Source: an optimization exercise on an open RTL-to-GDS flow (aim: small area, a short achievable clock period and few clock cycles per item). Production flows keep margins and buffers that such runs may drop. Only simulation tests tie the RTL to the original design; equivalence was not proved. Power figures rest on the tool's default switching activity, not on a simulated workload.

File: flow/config.mk
export PLATFORM = sky130hd
export DESIGN_NAME = aes_engine
export DESIGN_NICKNAME = aes_engine
export VERILOG_FILES = /design/flow/design.v
export SDC_FILE = /design/flow/constraint.sdc
export NUM_CORES = 8
export LEC_CHECK = 0
export CAP_MARGIN = 20
export CORE_MARGIN = 2
export CORE_UTILIZATION = 30
export SLEW_MARGIN = 20
File: flow/constraint.sdc
create_clock -name core_clock -period 11.0 [get_ports {clk}]
set_input_delay 2.2000 -clock core_clock [delete_from_list [all_inputs] [get_ports {clk}]]
set_output_delay 2.2000 -clock core_clock [all_outputs]
set_load 0.01 [all_outputs]
File: flow/design.v
`timescale 1ns/1ps
module aes_sbox (
  input  wire [7:0] a,
  output reg  [7:0] y
);
  always @(*) begin
    case (a)
      8'h00: y = 8'h63;
      8'h01: y = 8'h7c;
      8'h02: y = 8'h77;
      8'h03: y = 8'h7b;
      8'h04: y = 8'hf2;
      8'h05: y = 8'h6b;
      8'h06: y = 8'h6f;
      8'h07: y = 8'hc5;
      8'h08: y = 8'h30;
      8'h09: y = 8'h01;
      8'h0a: y = 8'h67;
      8'h0b: y = 8'h2b;
      8'h0c: y = 8'hfe;
      8'h0d: y = 8'hd7;
      8'h0e: y = 8'hab;
      8'h0f: y = 8'h76;
      8'h10: y = 8'hca;
      8'h11: y = 8'h82;
      8'h12: y = 8'hc9;
      8'h13: y = 8'h7d;
      8'h14: y = 8'hfa;
      8'h15: y = 8'h59;
      8'h16: y = 8'h47;
      8'h17: y = 8'hf0;
      8'h18: y = 8'had;
      8'h19: y = 8'hd4;
      8'h1a: y = 8'ha2;
      8'h1b: y = 8'haf;
      8'h1c: y = 8'h9c;
      8'h1d: y = 8'ha4;
      8'h1e: y = 8'h72;
      8'h1f: y = 8'hc0;
      8'h20: y = 8'hb7;
      8'h21: y = 8'hfd;
      8'h22: y = 8'h93;
      8'h23: y = 8'h26;
      8'h24: y = 8'h36;
      8'h25: y = 8'h3f;
      8'h26: y = 8'hf7;
      8'h27: y = 8'hcc;
      8'h28: y = 8'h34;
      8'h29: y = 8'ha5;
      8'h2a: y = 8'he5;
      8'h2b: y = 8'hf1;
      8'h2c: y = 8'h71;
      8'h2d: y = 8'hd8;
      8'h2e: y = 8'h31;
      8'h2f: y = 8'h15;
      8'h30: y = 8'h04;
      8'h31: y = 8'hc7;
      8'h32: y = 8'h23;
      8'h33: y = 8'hc3;
      8'h34: y = 8'h18;
      8'h35: y = 8'h96;
      8'h36: y = 8'h05;
      8'h37: y = 8'h9a;
      8'h38: y = 8'h07;
      8'h39: y = 8'h12;
      8'h3a: y = 8'h80;
      8'h3b: y = 8'he2;
      8'h3c: y = 8'heb;
      8'h3d: y = 8'h27;
      8'h3e: y = 8'hb2;
      8'h3f: y = 8'h75;
      8'h40: y = 8'h09;
      8'h41: y = 8'h83;
      8'h42: y = 8'h2c;
      8'h43: y = 8'h1a;
      8'h44: y = 8'h1b;
      8'h45: y = 8'h6e;
      8'h46: y = 8'h5a;
      8'h47: y = 8'ha0;
      8'h48: y = 8'h52;
      8'h49: y = 8'h3b;
      8'h4a: y = 8'hd6;
      8'h4b: y = 8'hb3;
      8'h4c: y = 8'h29;
      8'h4d: y = 8'he3;
      8'h4e: y = 8'h2f;
      8'h4f: y = 8'h84;
      8'h50: y = 8'h53;
      8'h51: y = 8'hd1;
      8'h52: y = 8'h00;
      8'h53: y = 8'hed;
      8'h54: y = 8'h20;
      8'h55: y = 8'hfc;
      8'h56: y = 8'hb1;
      8'h57: y = 8'h5b;
      8'h58: y = 8'h6a;
      8'h59: y = 8'hcb;
      8'h5a: y = 8'hbe;
      8'h5b: y = 8'h39;
      8'h5c: y = 8'h4a;
      8'h5d: y = 8'h4c;
      8'h5e: y = 8'h58;
      8'h5f: y = 8'hcf;
      8'h60: y = 8'hd0;
      8'h61: y = 8'hef;
      8'h62: y = 8'haa;
      8'h63: y = 8'hfb;
      8'h64: y = 8'h43;
      8'h65: y = 8'h4d;
      8'h66: y = 8'h33;
      8'h67: y = 8'h85;
      8'h68: y = 8'h45;
      8'h69: y = 8'hf9;
      8'h6a: y = 8'h02;
      8'h6b: y = 8'h7f;
      8'h6c: y = 8'h50;
      8'h6d: y = 8'h3c;
      8'h6e: y = 8'h9f;
      8'h6f: y = 8'ha8;
      8'h70: y = 8'h51;
      8'h71: y = 8'ha3;
      8'h72: y = 8'h40;
      8'h73: y = 8'h8f;
      8'h74: y = 8'h92;
      8'h75: y = 8'h9d;
      8'h76: y = 8'h38;
      8'h77: y = 8'hf5;
      8'h78: y = 8'hbc;
      8'h79: y = 8'hb6;
      8'h7a: y = 8'hda;
      8'h7b: y = 8'h21;
      8'h7c: y = 8'h10;
      8'h7d: y = 8'hff;
      8'h7e: y = 8'hf3;
      8'h7f: y = 8'hd2;
      8'h80: y = 8'hcd;
      8'h81: y = 8'h0c;
      8'h82: y = 8'h13;
      8'h83: y = 8'hec;
      8'h84: y = 8'h5f;
      8'h85: y = 8'h97;
      8'h86: y = 8'h44;
      8'h87: y = 8'h17;
      8'h88: y = 8'hc4;
      8'h89: y = 8'ha7;
      8'h8a: y = 8'h7e;
      8'h8b: y = 8'h3d;
      8'h8c: y = 8'h64;
      8'h8d: y = 8'h5d;
      8'h8e: y = 8'h19;
      8'h8f: y = 8'h73;
      8'h90: y = 8'h60;
      8'h91: y = 8'h81;
      8'h92: y = 8'h4f;
      8'h93: y = 8'hdc;
      8'h94: y = 8'h22;
      8'h95: y = 8'h2a;
      8'h96: y = 8'h90;
      8'h97: y = 8'h88;
      8'h98: y = 8'h46;
      8'h99: y = 8'hee;
      8'h9a: y = 8'hb8;
      8'h9b: y = 8'h14;
      8'h9c: y = 8'hde;
      8'h9d: y = 8'h5e;
      8'h9e: y = 8'h0b;
      8'h9f: y = 8'hdb;
      8'ha0: y = 8'he0;
      8'ha1: y = 8'h32;
      8'ha2: y = 8'h3a;
      8'ha3: y = 8'h0a;
      8'ha4: y = 8'h49;
      8'ha5: y = 8'h06;
      8'ha6: y = 8'h24;
      8'ha7: y = 8'h5c;
      8'ha8: y = 8'hc2;
      8'ha9: y = 8'hd3;
      8'haa: y = 8'hac;
      8'hab: y = 8'h62;
      8'hac: y = 8'h91;
      8'had: y = 8'h95;
      8'hae: y = 8'he4;
      8'haf: y = 8'h79;
      8'hb0: y = 8'he7;
      8'hb1: y = 8'hc8;
      8'hb2: y = 8'h37;
      8'hb3: y = 8'h6d;
      8'hb4: y = 8'h8d;
      8'hb5: y = 8'hd5;
      8'hb6: y = 8'h4e;
      8'hb7: y = 8'ha9;
      8'hb8: y = 8'h6c;
      8'hb9: y = 8'h56;
      8'hba: y = 8'hf4;
      8'hbb: y = 8'hea;
      8'hbc: y = 8'h65;
      8'hbd: y = 8'h7a;
      8'hbe: y = 8'hae;
      8'hbf: y = 8'h08;
      8'hc0: y = 8'hba;
      8'hc1: y = 8'h78;
      8'hc2: y = 8'h25;
      8'hc3: y = 8'h2e;
      8'hc4: y = 8'h1c;
      8'hc5: y = 8'ha6;
      8'hc6: y = 8'hb4;
      8'hc7: y = 8'hc6;
      8'hc8: y = 8'he8;
      8'hc9: y = 8'hdd;
      8'hca: y = 8'h74;
      8'hcb: y = 8'h1f;
      8'hcc: y = 8'h4b;
      8'hcd: y = 8'hbd;
      8'hce: y = 8'h8b;
      8'hcf: y = 8'h8a;
      8'hd0: y = 8'h70;
      8'hd1: y = 8'h3e;
      8'hd2: y = 8'hb5;
      8'hd3: y = 8'h66;
      8'hd4: y = 8'h48;
      8'hd5: y = 8'h03;
      8'hd6: y = 8'hf6;
      8'hd7: y = 8'h0e;
      8'hd8: y = 8'h61;
      8'hd9: y = 8'h35;
      8'hda: y = 8'h57;
      8'hdb: y = 8'hb9;
      8'hdc: y = 8'h86;
      8'hdd: y = 8'hc1;
      8'hde: y = 8'h1d;
      8'hdf: y = 8'h9e;
      8'he0: y = 8'he1;
      8'he1: y = 8'hf8;
      8'he2: y = 8'h98;
      8'he3: y = 8'h11;
      8'he4: y = 8'h69;
      8'he5: y = 8'hd9;
      8'he6: y = 8'h8e;
      8'he7: y = 8'h94;
      8'he8: y = 8'h9b;
      8'he9: y = 8'h1e;
      8'hea: y = 8'h87;
      8'heb: y = 8'he9;
      8'hec: y = 8'hce;
      8'hed: y = 8'h55;
      8'hee: y = 8'h28;
      8'hef: y = 8'hdf;
      8'hf0: y = 8'h8c;
      8'hf1: y = 8'ha1;
      8'hf2: y = 8'h89;
      8'hf3: y = 8'h0d;
      8'hf4: y = 8'hbf;
      8'hf5: y = 8'he6;
      8'hf6: y = 8'h42;
      8'hf7: y = 8'h68;
      8'hf8: y = 8'h41;
      8'hf9: y = 8'h99;
      8'hfa: y = 8'h2d;
      8'hfb: y = 8'h0f;
      8'hfc: y = 8'hb0;
      8'hfd: y = 8'h54;
      8'hfe: y = 8'hbb;
      8'hff: y = 8'h16;
      default: y = 8'h00;
    endcase
  end
endmodule
`timescale 1ns/1ps
module aes_inv_sbox (
  input  wire [7:0] a,
  output reg  [7:0] y
);
  always @(*) begin
    case (a)
      8'h00: y = 8'h52;
      8'h01: y = 8'h09;
      8'h02: y = 8'h6a;
      8'h03: y = 8'hd5;
      8'h04: y = 8'h30;
      8'h05: y = 8'h36;
      8'h06: y = 8'ha5;
      8'h07: y = 8'h38;
      8'h08: y = 8'hbf;
      8'h09: y = 8'h40;
      8'h0a: y = 8'ha3;
      8'h0b: y = 8'h9e;
      8'h0c: y = 8'h81;
      8'h0d: y = 8'hf3;
      8'h0e: y = 8'hd7;
      8'h0f: y = 8'hfb;
      8'h10: y = 8'h7c;
      8'h11: y = 8'he3;
      8'h12: y = 8'h39;
      8'h13: y = 8'h82;
      8'h14: y = 8'h9b;
      8'h15: y = 8'h2f;
      8'h16: y = 8'hff;
      8'h17: y = 8'h87;
      8'h18: y = 8'h34;
      8'h19: y = 8'h8e;
      8'h1a: y = 8'h43;
      8'h1b: y = 8'h44;
      8'h1c: y = 8'hc4;
      8'h1d: y = 8'hde;
      8'h1e: y = 8'he9;
      8'h1f: y = 8'hcb;
      8'h20: y = 8'h54;
      8'h21: y = 8'h7b;
      8'h22: y = 8'h94;
      8'h23: y = 8'h32;
      8'h24: y = 8'ha6;
      8'h25: y = 8'hc2;
      8'h26: y = 8'h23;
      8'h27: y = 8'h3d;
      8'h28: y = 8'hee;
      8'h29: y = 8'h4c;
      8'h2a: y = 8'h95;
      8'h2b: y = 8'h0b;
      8'h2c: y = 8'h42;
      8'h2d: y = 8'hfa;
      8'h2e: y = 8'hc3;
      8'h2f: y = 8'h4e;
      8'h30: y = 8'h08;
      8'h31: y = 8'h2e;
      8'h32: y = 8'ha1;
      8'h33: y = 8'h66;
      8'h34: y = 8'h28;
      8'h35: y = 8'hd9;
      8'h36: y = 8'h24;
      8'h37: y = 8'hb2;
      8'h38: y = 8'h76;
      8'h39: y = 8'h5b;
      8'h3a: y = 8'ha2;
      8'h3b: y = 8'h49;
      8'h3c: y = 8'h6d;
      8'h3d: y = 8'h8b;
      8'h3e: y = 8'hd1;
      8'h3f: y = 8'h25;
      8'h40: y = 8'h72;
      8'h41: y = 8'hf8;
      8'h42: y = 8'hf6;
      8'h43: y = 8'h64;
      8'h44: y = 8'h86;
      8'h45: y = 8'h68;
      8'h46: y = 8'h98;
      8'h47: y = 8'h16;
      8'h48: y = 8'hd4;
      8'h49: y = 8'ha4;
      8'h4a: y = 8'h5c;
      8'h4b: y = 8'hcc;
      8'h4c: y = 8'h5d;
      8'h4d: y = 8'h65;
      8'h4e: y = 8'hb6;
      8'h4f: y = 8'h92;
      8'h50: y = 8'h6c;
      8'h51: y = 8'h70;
      8'h52: y = 8'h48;
      8'h53: y = 8'h50;
      8'h54: y = 8'hfd;
      8'h55: y = 8'hed;
      8'h56: y = 8'hb9;
      8'h57: y = 8'hda;
      8'h58: y = 8'h5e;
      8'h59: y = 8'h15;
      8'h5a: y = 8'h46;
      8'h5b: y = 8'h57;
      8'h5c: y = 8'ha7;
      8'h5d: y = 8'h8d;
      8'h5e: y = 8'h9d;
      8'h5f: y = 8'h84;
      8'h60: y = 8'h90;
      8'h61: y = 8'hd8;
      8'h62: y = 8'hab;
      8'h63: y = 8'h00;
      8'h64: y = 8'h8c;
      8'h65: y = 8'hbc;
      8'h66: y = 8'hd3;
      8'h67: y = 8'h0a;
      8'h68: y = 8'hf7;
      8'h69: y = 8'he4;
      8'h6a: y = 8'h58;
      8'h6b: y = 8'h05;
      8'h6c: y = 8'hb8;
      8'h6d: y = 8'hb3;
      8'h6e: y = 8'h45;
      8'h6f: y = 8'h06;
      8'h70: y = 8'hd0;
      8'h71: y = 8'h2c;
      8'h72: y = 8'h1e;
      8'h73: y = 8'h8f;
      8'h74: y = 8'hca;
      8'h75: y = 8'h3f;
      8'h76: y = 8'h0f;
      8'h77: y = 8'h02;
      8'h78: y = 8'hc1;
      8'h79: y = 8'haf;
      8'h7a: y = 8'hbd;
      8'h7b: y = 8'h03;
      8'h7c: y = 8'h01;
      8'h7d: y = 8'h13;
      8'h7e: y = 8'h8a;
      8'h7f: y = 8'h6b;
      8'h80: y = 8'h3a;
      8'h81: y = 8'h91;
      8'h82: y = 8'h11;
      8'h83: y = 8'h41;
      8'h84: y = 8'h4f;
      8'h85: y = 8'h67;
      8'h86: y = 8'hdc;
      8'h87: y = 8'hea;
      8'h88: y = 8'h97;
      8'h89: y = 8'hf2;
      8'h8a: y = 8'hcf;
      8'h8b: y = 8'hce;
      8'h8c: y = 8'hf0;
      8'h8d: y = 8'hb4;
      8'h8e: y = 8'he6;
      8'h8f: y = 8'h73;
      8'h90: y = 8'h96;
      8'h91: y = 8'hac;
      8'h92: y = 8'h74;
      8'h93: y = 8'h22;
      8'h94: y = 8'he7;
      8'h95: y = 8'had;
      8'h96: y = 8'h35;
      8'h97: y = 8'h85;
      8'h98: y = 8'he2;
      8'h99: y = 8'hf9;
      8'h9a: y = 8'h37;
      8'h9b: y = 8'he8;
      8'h9c: y = 8'h1c;
      8'h9d: y = 8'h75;
      8'h9e: y = 8'hdf;
      8'h9f: y = 8'h6e;
      8'ha0: y = 8'h47;
      8'ha1: y = 8'hf1;
      8'ha2: y = 8'h1a;
      8'ha3: y = 8'h71;
      8'ha4: y = 8'h1d;
      8'ha5: y = 8'h29;
      8'ha6: y = 8'hc5;
      8'ha7: y = 8'h89;
      8'ha8: y = 8'h6f;
      8'ha9: y = 8'hb7;
      8'haa: y = 8'h62;
      8'hab: y = 8'h0e;
      8'hac: y = 8'haa;
      8'had: y = 8'h18;
      8'hae: y = 8'hbe;
      8'haf: y = 8'h1b;
      8'hb0: y = 8'hfc;
      8'hb1: y = 8'h56;
      8'hb2: y = 8'h3e;
      8'hb3: y = 8'h4b;
      8'hb4: y = 8'hc6;
      8'hb5: y = 8'hd2;
      8'hb6: y = 8'h79;
      8'hb7: y = 8'h20;
      8'hb8: y = 8'h9a;
      8'hb9: y = 8'hdb;
      8'hba: y = 8'hc0;
      8'hbb: y = 8'hfe;
      8'hbc: y = 8'h78;
      8'hbd: y = 8'hcd;
      8'hbe: y = 8'h5a;
      8'hbf: y = 8'hf4;
      8'hc0: y = 8'h1f;
      8'hc1: y = 8'hdd;
      8'hc2: y = 8'ha8;
      8'hc3: y = 8'h33;
      8'hc4: y = 8'h88;
      8'hc5: y = 8'h07;
      8'hc6: y = 8'hc7;
      8'hc7: y = 8'h31;
      8'hc8: y = 8'hb1;
      8'hc9: y = 8'h12;
      8'hca: y = 8'h10;
      8'hcb: y = 8'h59;
      8'hcc: y = 8'h27;
      8'hcd: y = 8'h80;
      8'hce: y = 8'hec;
      8'hcf: y = 8'h5f;
      8'hd0: y = 8'h60;
      8'hd1: y = 8'h51;
      8'hd2: y = 8'h7f;
      8'hd3: y = 8'ha9;
      8'hd4: y = 8'h19;
      8'hd5: y = 8'hb5;
      8'hd6: y = 8'h4a;
      8'hd7: y = 8'h0d;
      8'hd8: y = 8'h2d;
      8'hd9: y = 8'he5;
      8'hda: y = 8'h7a;
      8'hdb: y = 8'h9f;
      8'hdc: y = 8'h93;
      8'hdd: y = 8'hc9;
      8'hde: y = 8'h9c;
      8'hdf: y = 8'hef;
      8'he0: y = 8'ha0;
      8'he1: y = 8'he0;
      8'he2: y = 8'h3b;
      8'he3: y = 8'h4d;
      8'he4: y = 8'hae;
      8'he5: y = 8'h2a;
      8'he6: y = 8'hf5;
      8'he7: y = 8'hb0;
      8'he8: y = 8'hc8;
      8'he9: y = 8'heb;
      8'hea: y = 8'hbb;
      8'heb: y = 8'h3c;
      8'hec: y = 8'h83;
      8'hed: y = 8'h53;
      8'hee: y = 8'h99;
      8'hef: y = 8'h61;
      8'hf0: y = 8'h17;
      8'hf1: y = 8'h2b;
      8'hf2: y = 8'h04;
      8'hf3: y = 8'h7e;
      8'hf4: y = 8'hba;
      8'hf5: y = 8'h77;
      8'hf6: y = 8'hd6;
      8'hf7: y = 8'h26;
      8'hf8: y = 8'he1;
      8'hf9: y = 8'h69;
      8'hfa: y = 8'h14;
      8'hfb: y = 8'h63;
      8'hfc: y = 8'h55;
      8'hfd: y = 8'h21;
      8'hfe: y = 8'h0c;
      8'hff: y = 8'h7d;
      default: y = 8'h00;
    endcase
  end
endmodule
`timescale 1ns/1ps
module aes_engine (
  input  wire         clk,
  input  wire         rst,           
  input  wire         key_valid,
  output wire         key_ready,
  input  wire [255:0] key,           
  input  wire [1:0]   key_len,       
  input  wire         in_valid,
  output wire         in_ready,
  input  wire [127:0] in_data,
  input  wire         in_decrypt,    
  output wire         out_valid,
  input  wire         out_ready,
  output wire [127:0] out_data
);
  localparam [2:0] S_NOKEY  = 3'd0,   
                   S_EXPAND = 3'd1,   
                   S_IDLE   = 3'd2,   
                   S_ROUND  = 3'd3,   
                   S_DONE   = 3'd4;   
  reg  [2:0]   state;
  reg  [3:0]   nk;           
  reg  [3:0]   nr;           
  reg  [5:0]   widx;         
  reg  [3:0]   round;        
  reg          decrypt;      
  reg  [127:0] st;           
  assign key_ready = (state == S_NOKEY) || (state == S_IDLE);
  assign in_ready  = (state == S_IDLE) && !key_valid;
  assign out_valid = (state == S_DONE);
  assign out_data  = st;
  wire key_fire = key_valid && key_ready;
  wire in_fire  = in_valid && in_ready;
  reg  [31:0]  w      [0:59];    
  reg  [31:0]  win    [0:7];     
  reg  [255:0] key_r;            
  reg  [7:0]   rcon;
  reg  [3:0]   kpos;             
  wire [5:0]   wtotal = {nr, 2'b00} + 6'd4;
  reg  [31:0]  w_back;
  always @(*) begin
    case (nk)
      4'd4:    w_back = win[3];
      4'd6:    w_back = win[5];
      default: w_back = win[7];
    endcase
  end
  wire [31:0] rot_word = {win[0][23:0], win[0][31:24]};
  wire [31:0] sw_in    = (kpos == 4'd0) ? rot_word : win[0];
  wire [31:0] sw_out;
  genvar gi;
  generate
    for (gi = 0; gi < 4; gi = gi + 1) begin : g_ksbox
      aes_sbox u_sbox (.a(sw_in[8*gi +: 8]), .y(sw_out[8*gi +: 8]));
    end
  endgenerate
  wire [31:0] key_word = key_r[255 - 32*widx[2:0] -: 32];
  reg  [31:0] w_next;
  always @(*) begin
    if (widx < {2'b00, nk})
      w_next = key_word;
    else if (kpos == 4'd0)
      w_next = w_back ^ sw_out ^ {rcon, 24'h0};
    else if (nk == 4'd8 && kpos == 4'd4)
      w_next = w_back ^ sw_out;
    else
      w_next = w_back ^ win[0];
  end
  function [7:0] xtime;
    input [7:0] b;
    begin
      xtime = {b[6:0], 1'b0} ^ (b[7] ? 8'h1b : 8'h00);
    end
  endfunction
  integer i;
  always @(posedge clk) begin
    if (state == S_EXPAND) begin
      w[widx] <= w_next;
      win[0]  <= w_next;
      for (i = 1; i < 8; i = i + 1)
        win[i] <= win[i-1];
      if (widx >= {2'b00, nk} && kpos == 4'd0)
        rcon <= xtime(rcon);
      if (kpos == nk - 4'd1)
        kpos <= 4'd0;
      else
        kpos <= kpos + 4'd1;
    end
    if (key_fire) begin
      key_r <= key;
      rcon  <= 8'h01;
      kpos  <= 4'd0;
    end
  end
  function [127:0] round_key;
    input [3:0] r;
    begin
      round_key = {w[{r, 2'b00}], w[{r, 2'b01}], w[{r, 2'b10}], w[{r, 2'b11}]};
    end
  endfunction
  wire [127:0] enc_sub;
  wire [127:0] enc_shift;
  wire [127:0] enc_mix;
  generate
    for (gi = 0; gi < 16; gi = gi + 1) begin : g_enc_sbox
      aes_sbox u_sbox (.a(st[127 - 8*(gi) -: 8]), .y(enc_sub[127 - 8*(gi) -: 8]));
    end
    for (gi = 0; gi < 16; gi = gi + 1) begin : g_enc_shift
      assign enc_shift[127 - 8*(gi) -: 8] =
        enc_sub[127 - 8*((gi % 4) + 4 * (((gi / 4) + (gi % 4)) % 4)) -: 8];
    end
    for (gi = 0; gi < 4; gi = gi + 1) begin : g_mix
      wire [7:0] a0 = enc_shift[127 - 8*(4*gi + 0) -: 8];
      wire [7:0] a1 = enc_shift[127 - 8*(4*gi + 1) -: 8];
      wire [7:0] a2 = enc_shift[127 - 8*(4*gi + 2) -: 8];
      wire [7:0] a3 = enc_shift[127 - 8*(4*gi + 3) -: 8];
      assign enc_mix[127 - 8*(4*gi + 0) -: 8] = xtime(a0) ^ xtime(a1) ^ a1 ^ a2 ^ a3;
      assign enc_mix[127 - 8*(4*gi + 1) -: 8] = a0 ^ xtime(a1) ^ xtime(a2) ^ a2 ^ a3;
      assign enc_mix[127 - 8*(4*gi + 2) -: 8] = a0 ^ a1 ^ xtime(a2) ^ xtime(a3) ^ a3;
      assign enc_mix[127 - 8*(4*gi + 3) -: 8] = xtime(a0) ^ a0 ^ a1 ^ a2 ^ xtime(a3);
    end
  endgenerate
  wire [127:0] dec_shift;
  wire [127:0] dec_sub;
  wire [127:0] dec_ark;
  wire [127:0] dec_mix;
  function [7:0] gmul;    
    input [7:0] b;
    input [3:0] c;
    reg   [7:0] b2, b4, b8;
    begin
      b2 = xtime(b);
      b4 = xtime(b2);
      b8 = xtime(b4);
      gmul = (c[0] ? b : 8'h00) ^ (c[1] ? b2 : 8'h00) ^
             (c[2] ? b4 : 8'h00) ^ (c[3] ? b8 : 8'h00);
    end
  endfunction
  generate
    for (gi = 0; gi < 16; gi = gi + 1) begin : g_dec_shift
      assign dec_shift[127 - 8*(gi) -: 8] =
        st[127 - 8*((gi % 4) + 4 * (((gi / 4) + 4 - (gi % 4)) % 4)) -: 8];
    end
    for (gi = 0; gi < 16; gi = gi + 1) begin : g_dec_sbox
      aes_inv_sbox u_sbox (.a(dec_shift[127 - 8*(gi) -: 8]), .y(dec_sub[127 - 8*(gi) -: 8]));
    end
    for (gi = 0; gi < 4; gi = gi + 1) begin : g_invmix
      wire [7:0] a0 = dec_ark[127 - 8*(4*gi + 0) -: 8];
      wire [7:0] a1 = dec_ark[127 - 8*(4*gi + 1) -: 8];
      wire [7:0] a2 = dec_ark[127 - 8*(4*gi + 2) -: 8];
      wire [7:0] a3 = dec_ark[127 - 8*(4*gi + 3) -: 8];
      assign dec_mix[127 - 8*(4*gi + 0) -: 8] = gmul(a0, 4'd14) ^ gmul(a1, 4'd11) ^ gmul(a2, 4'd13) ^ gmul(a3, 4'd9);
      assign dec_mix[127 - 8*(4*gi + 1) -: 8] = gmul(a0, 4'd9)  ^ gmul(a1, 4'd14) ^ gmul(a2, 4'd11) ^ gmul(a3, 4'd13);
      assign dec_mix[127 - 8*(4*gi + 2) -: 8] = gmul(a0, 4'd13) ^ gmul(a1, 4'd9)  ^ gmul(a2, 4'd14) ^ gmul(a3, 4'd11);
      assign dec_mix[127 - 8*(4*gi + 3) -: 8] = gmul(a0, 4'd11) ^ gmul(a1, 4'd13) ^ gmul(a2, 4'd9)  ^ gmul(a3, 4'd14);
    end
  endgenerate
  wire         last_round = (round == nr);
  wire [127:0] enc_key    = round_key(round);
  wire [127:0] dec_key    = round_key(nr - round);
  wire [127:0] first_key  = in_decrypt ? round_key(nr) : round_key(4'd0);
  assign dec_ark = dec_sub ^ dec_key;
  wire [127:0] enc_next = (last_round ? enc_shift : enc_mix) ^ enc_key;
  wire [127:0] dec_next = last_round ? dec_ark : dec_mix;
  always @(posedge clk) begin
    if (rst) begin
      state <= S_NOKEY;
    end else begin
      case (state)
        S_NOKEY, S_IDLE: begin
          if (key_fire) begin
            case (key_len)
              2'd0:    begin nk <= 4'd4; nr <= 4'd10; end
              2'd1:    begin nk <= 4'd6; nr <= 4'd12; end
              default: begin nk <= 4'd8; nr <= 4'd14; end
            endcase
            widx  <= 6'd0;
            state <= S_EXPAND;
          end else if (in_fire) begin
            st      <= in_data ^ first_key;
            decrypt <= in_decrypt;
            round   <= 4'd1;
            state   <= S_ROUND;
          end
        end
        S_EXPAND: begin
          widx <= widx + 6'd1;
          if (widx == wtotal - 6'd1)
            state <= S_IDLE;
        end
        S_ROUND: begin
          st    <= decrypt ? dec_next : enc_next;
          round <= round + 4'd1;
          if (last_round)
            state <= S_DONE;
        end
        S_DONE: begin
          if (out_ready)
            state <= S_IDLE;
        end
        default: state <= S_NOKEY;
      endcase
    end
  end
endmodule
File: flow/run.sh
#!/bin/bash
# synth_recipe.tcl (not shown) runs the flow's synth.tcl, then flattens the netlist and writes it again
# the make line also repeats each setting of config.mk as NAME=value (left out here)
make -C /OpenROAD-flow-scripts/flow DESIGN_CONFIG=/design/flow/config.mk WORK_HOME=/design/flow/orfs CLKGATE_MAP_FILE= SYNTH_SCRIPT=/design/flow/synth_recipe.tcl finish
==> impl_metrics.csv <==
group,metric,value,unit
power,p_sw,39.1,mW
critical_path,crit_type,"reg -> reg",
min_path,hold_class,"reg -> reg",
timing,skew,0.138,ns
floorplan,die_h,921,um
cts,post_cts_buffers,0,
cts,cts_hold_buf,0,
timing,max_slew_margin,5.87,%
timing,hold_viol,0,
timing,rsz0062_at_grt,"no",
place,gp_congestion,1.10,
logic_synthesis,muxShareOfSynthArea,12.3,%
logic_synthesis,synth.distinct_cells,145,
power,power_density,267,nW/um2
critical_path,cp_max_fo,39,
logic_synthesis,synth_largest_area_cell,"edfxtp_1",
floorplan,io_pins,523,
logic_synthesis,synth_top_family_by_area,"compound AO/OA/AOI/OAI gates",
logic_synthesis,synth_xor_xnor_area_share,7.21,%
final_layout,postLayoutCoreUtil,34.0,%
critical_path,cp-start-kind,"flop",
logic_synthesis,netlist_instances,27205,
cts,cts_buffers,341,
logic_synthesis,synth_edf_count,2576,
cts,cts_resized,0,
drt,first_iter_violations,53725,
timing,worst_slew_pin_slew,1.41,ns
power,power_frac_clock,15.6,%
logic_synthesis,synth_fa_ha_area_share,2.14,%
cts,cts.sinks,2853,
power,p_comb_share,62.2,%
timing,worst_slack,0.660,ns
drt,wl_per_cell,45.3,um
cts,clk_path_buf_depth,4,
floorplan,dieArea,848000,um2
drt,firstDrtPassIters,12,
critical_path,worst_setup_path_end_kind,"flop",
place,port-buffer-count,522,
global_routing,grt_first_pass_wirelength,2310000,um
timing,fin_tns_setup,0,ns
logic_synthesis,synthTopCellsByArea,"edfxtp_1 (31%), mux4_2 (9.0%), a21oi_1 (4.5%), o21ai_0 (4.4%), nand2_1 (4.0%)",
final_layout,finalNetCount,27653,
power,finalPower,75.9,mW
floorplan,core.rowCount,336,
timing,timing.final.crit_share,94.0,%
cts,clkSlewWorstSetupHoldPaths,0.09,ns
global_routing,grt_pass1_vias,251981,
final_layout,area_growth,12.9,%
logic_synthesis,syn_avg_cell_area,9.26,um2
place,hpwl,1250000,um
logic_synthesis,yosys_warnings,4,
drt,drc_errors,0,
timing,finalCriticalPeriod,10.34,ns
timing,max_freq,96.7,MHz
drt,via_count,273603,
timing,hold_ws,0.359,ns
timing,setup_viol,0,
cts,root_buffer,"clkbuf_16",
floorplan,die_x,921,um
floorplan,core_area,837000,um2
final_layout,drive_above_1_share,14.5,%
final_layout,instances_no_fill,38388,
cts,clk_latency,1.12,ns
drt,ant_nets,0,
power,p_int,36.7,mW
global_routing,antenna_found_initial,184,
place,dpl.cell_count,37631,
global_routing,grt_start_max_net_pins,155,
power,vdd_drop_max,0.425,mV
global_routing,grt_usage,38.9,%
cts,htree_levels,5,
logic_synthesis,syn_nets,28027,
logic_synthesis,synth-seq-cells,2853,
critical_path,cp_data_arrival_time,11.25,ns
cts,cts_tree,"yes",
final_layout,seq_area,82900,um2
critical_path,required,11.91,ns
logic_synthesis,synth_compound_area_share,25.9,%
logic_synthesis,yosysSeqAreaShare,32.9,%
place,pre_cts_ws,1.13,ns
logic_synthesis,async_flop_share,0,%
place,dpl_cell_area,273000,um2
final_layout,multi_input_area,157000,um2
power,leakagePower,95.8,nW
logic_synthesis,synth_flop_cell,"edfxtp_1",
logic_synthesis,netlist_area,252000,um2
floorplan,start_util,30.1,%
logic_synthesis,yosysMostFrequentCell,"nand2_1",
drt,viasPerCell,7.13,
drt,wl,1740000,um
timing,slew_violations,0,
final_layout,fillCellCount,85701,
job,drv_cap,0,
power,power_frac_seq,22.3,%
run_status,status,"finished clean",
global_routing,gr-total-overflow,0,
logic_synthesis,yosys.area_share.simple,13.8,%
logic_synthesis,synth_top_area_share,30.7,%
power,power.share.switching,51.6,%
logic_synthesis,synth_common_cells,"nand2_1 (2686), edfxtp_1 (2576), nor2_1 (2293)",
final_layout,final_area,284000,um2
flip-flops by register name, summed over array words and instances, names as in the netlist, 6 cells and up, named ones only:
name and cells:
w 1920, g_dec_sbox.u_sbox.y 128, st 128, g_mix.a0 32, key_r 256, g_mix.a1 32, widx 6, g_mix.a2 32
rcon 8, win 256, g_mix.a3 32
cell type report:
class / instances / share of cell area (%)
Clock inverter: 194 / 0.748
Clock buffer: 431 / 3.20
Timing Repair Buffer: 2055 / 6.35
Inverter: 186 / 0.258
Multi-Input combinational cell: 21394 / 55.3
Sequential cell: 2853 / 29.1
Antenna cell: 121 / 0.106
Tap cell: 11154 / 4.91
worst max-delay path, stage by stage (launching register included):
cell	delay, ns
edfxtp_1	0.48
inv_1	0.12
fa_4	1.22
buf_12	0.32
buf_4	0.40
mux4_2	0.36
a2111oi_0	0.57
a31oi_1	0.11
xor2_1	0.64
xor2_1	0.47
xnor3_1	0.58
nand3_1	0.12
and3_4	0.61
inv_2	0.53
a2111o_1	0.73
a21oi_1	0.79
nor3_1	0.13
a311oi_1	0.62
a31oi_1	0.10
a22oi_1	0.28
o211a_1	0.31
buf_4	0.32
power by group through the flow:
stage | sequential [mW] | combinational [mW] | clock (mW)
final | 16.9 | 47.1 | 11.8
after global routing | 16.9 | 48.1 | 12.3
after CTS | 16.8 | 45.0 | 11.9
after detailed placement | 17.0 | 44.8 | 0
after global placement | 17.0 | 45.0 | 0
after floorplan | 16.2 | 26.6 | 0
cell families after synthesis:
family | Yosys count
multiplexers | 1749
buffers and inverters | 2958
AND/OR/NAND/NOR | 7800
XOR/XNOR | 1590
flip-flops | 2853
adder cells (fa/ha/maj) | 430
AO/OA/AOI/OAI | 9825
path summary, 6_finish.rpt:
check / from / endpoint / slack, ns / cells past startpoint
setup / recovery: nr[1] / g_mix[3].a2[3] / 0.66 / 21
hold / removal: win[4][26] / win[5][26] / 0.36 / 0
setup reg to reg: nr[1] / g_mix[3].a2[3] / 0.66 / 21
hold reg to reg: win[4][26] / win[5][26] / 0.36 / 0
placed cells by master, fill, tap and decap left out, types with 103 or more instances in the layout:
cell type        Yosys  layout
nand2b_1           160     160
ha_1               429     427
o211ai_1           597     597
xnor2_1            833     824
diode_2              0     121
o311ai_0           342     337
nor2_1            2293    2203
nand4_1            130     130
and3_1             126     122
a221oi_1           297     293
a2111oi_0          187     185
a21oi_1           2245    2215
mux4_2            1006    1006
mux2i_1            574     537
mux2_2             114     114
inv_1              141     137
o221ai_1           250     247
edfxtp_1          2576    2576
o2111ai_1          103     103
and2_1             156     148
clkdlybuf4s50_1      0     515
a31oi_1            625     621
nor3_1             804     801
or3_1              115     114
o21ai_0           2211    2184
buf_12              30     105
nand3_1            779     776
dfxtp_1            277     267
o22ai_1            238     238
buf_4              181    1418
a211o_1            112     112
a311oi_1           343     342
xor2_1             419     414
nor4_1             130     121
a22oi_1            140     139
clkbuf_16            0     346
a211oi_1           677     672
xnor3_1            199     199
o31ai_1            188     183
nand2_1           2686    2674
routing by layer:
layer,track usage [%],share of wire [%],wire length (um)
met1,48.7,36,629000
met2,54.5,40,692000
met3,15.4,15,257000
met4,27.3,9.2,161000
met5,0.101,0.058,1020
Testbench counts, summed over its fixed seeds: cycles 24,896, blocks 1,536.

[separate check: timing with driven ports]
No port has a modelled driver above. Below, the same layout with a new extraction and two added sets of constraints. Step 1: set_driving_cell puts a clkbuf_16 on clk and a buf_2 on each other input, an assumption about the parent block. Step 2 also shifts input and output timing later by t, the mid clock arrival at the registers, as if the neighbouring blocks saw the same clock. a / b / c = ideal / step 1 / step 2; a / b = the first two.
t, ns: 1.195
slack for setup (ns): 0.660 / 0.660 / 0.660
latest minus earliest clock arrival (ns): 0.141 / 0.142
worst register clock-pin slew, ns: 0.09 / 0.09
pins driven straight from the clock port: 1
After both steps this run still meets setup and hold. The setup slack of this run moves by 0.000 ns with the drivers and by 0.000 ns with both steps.
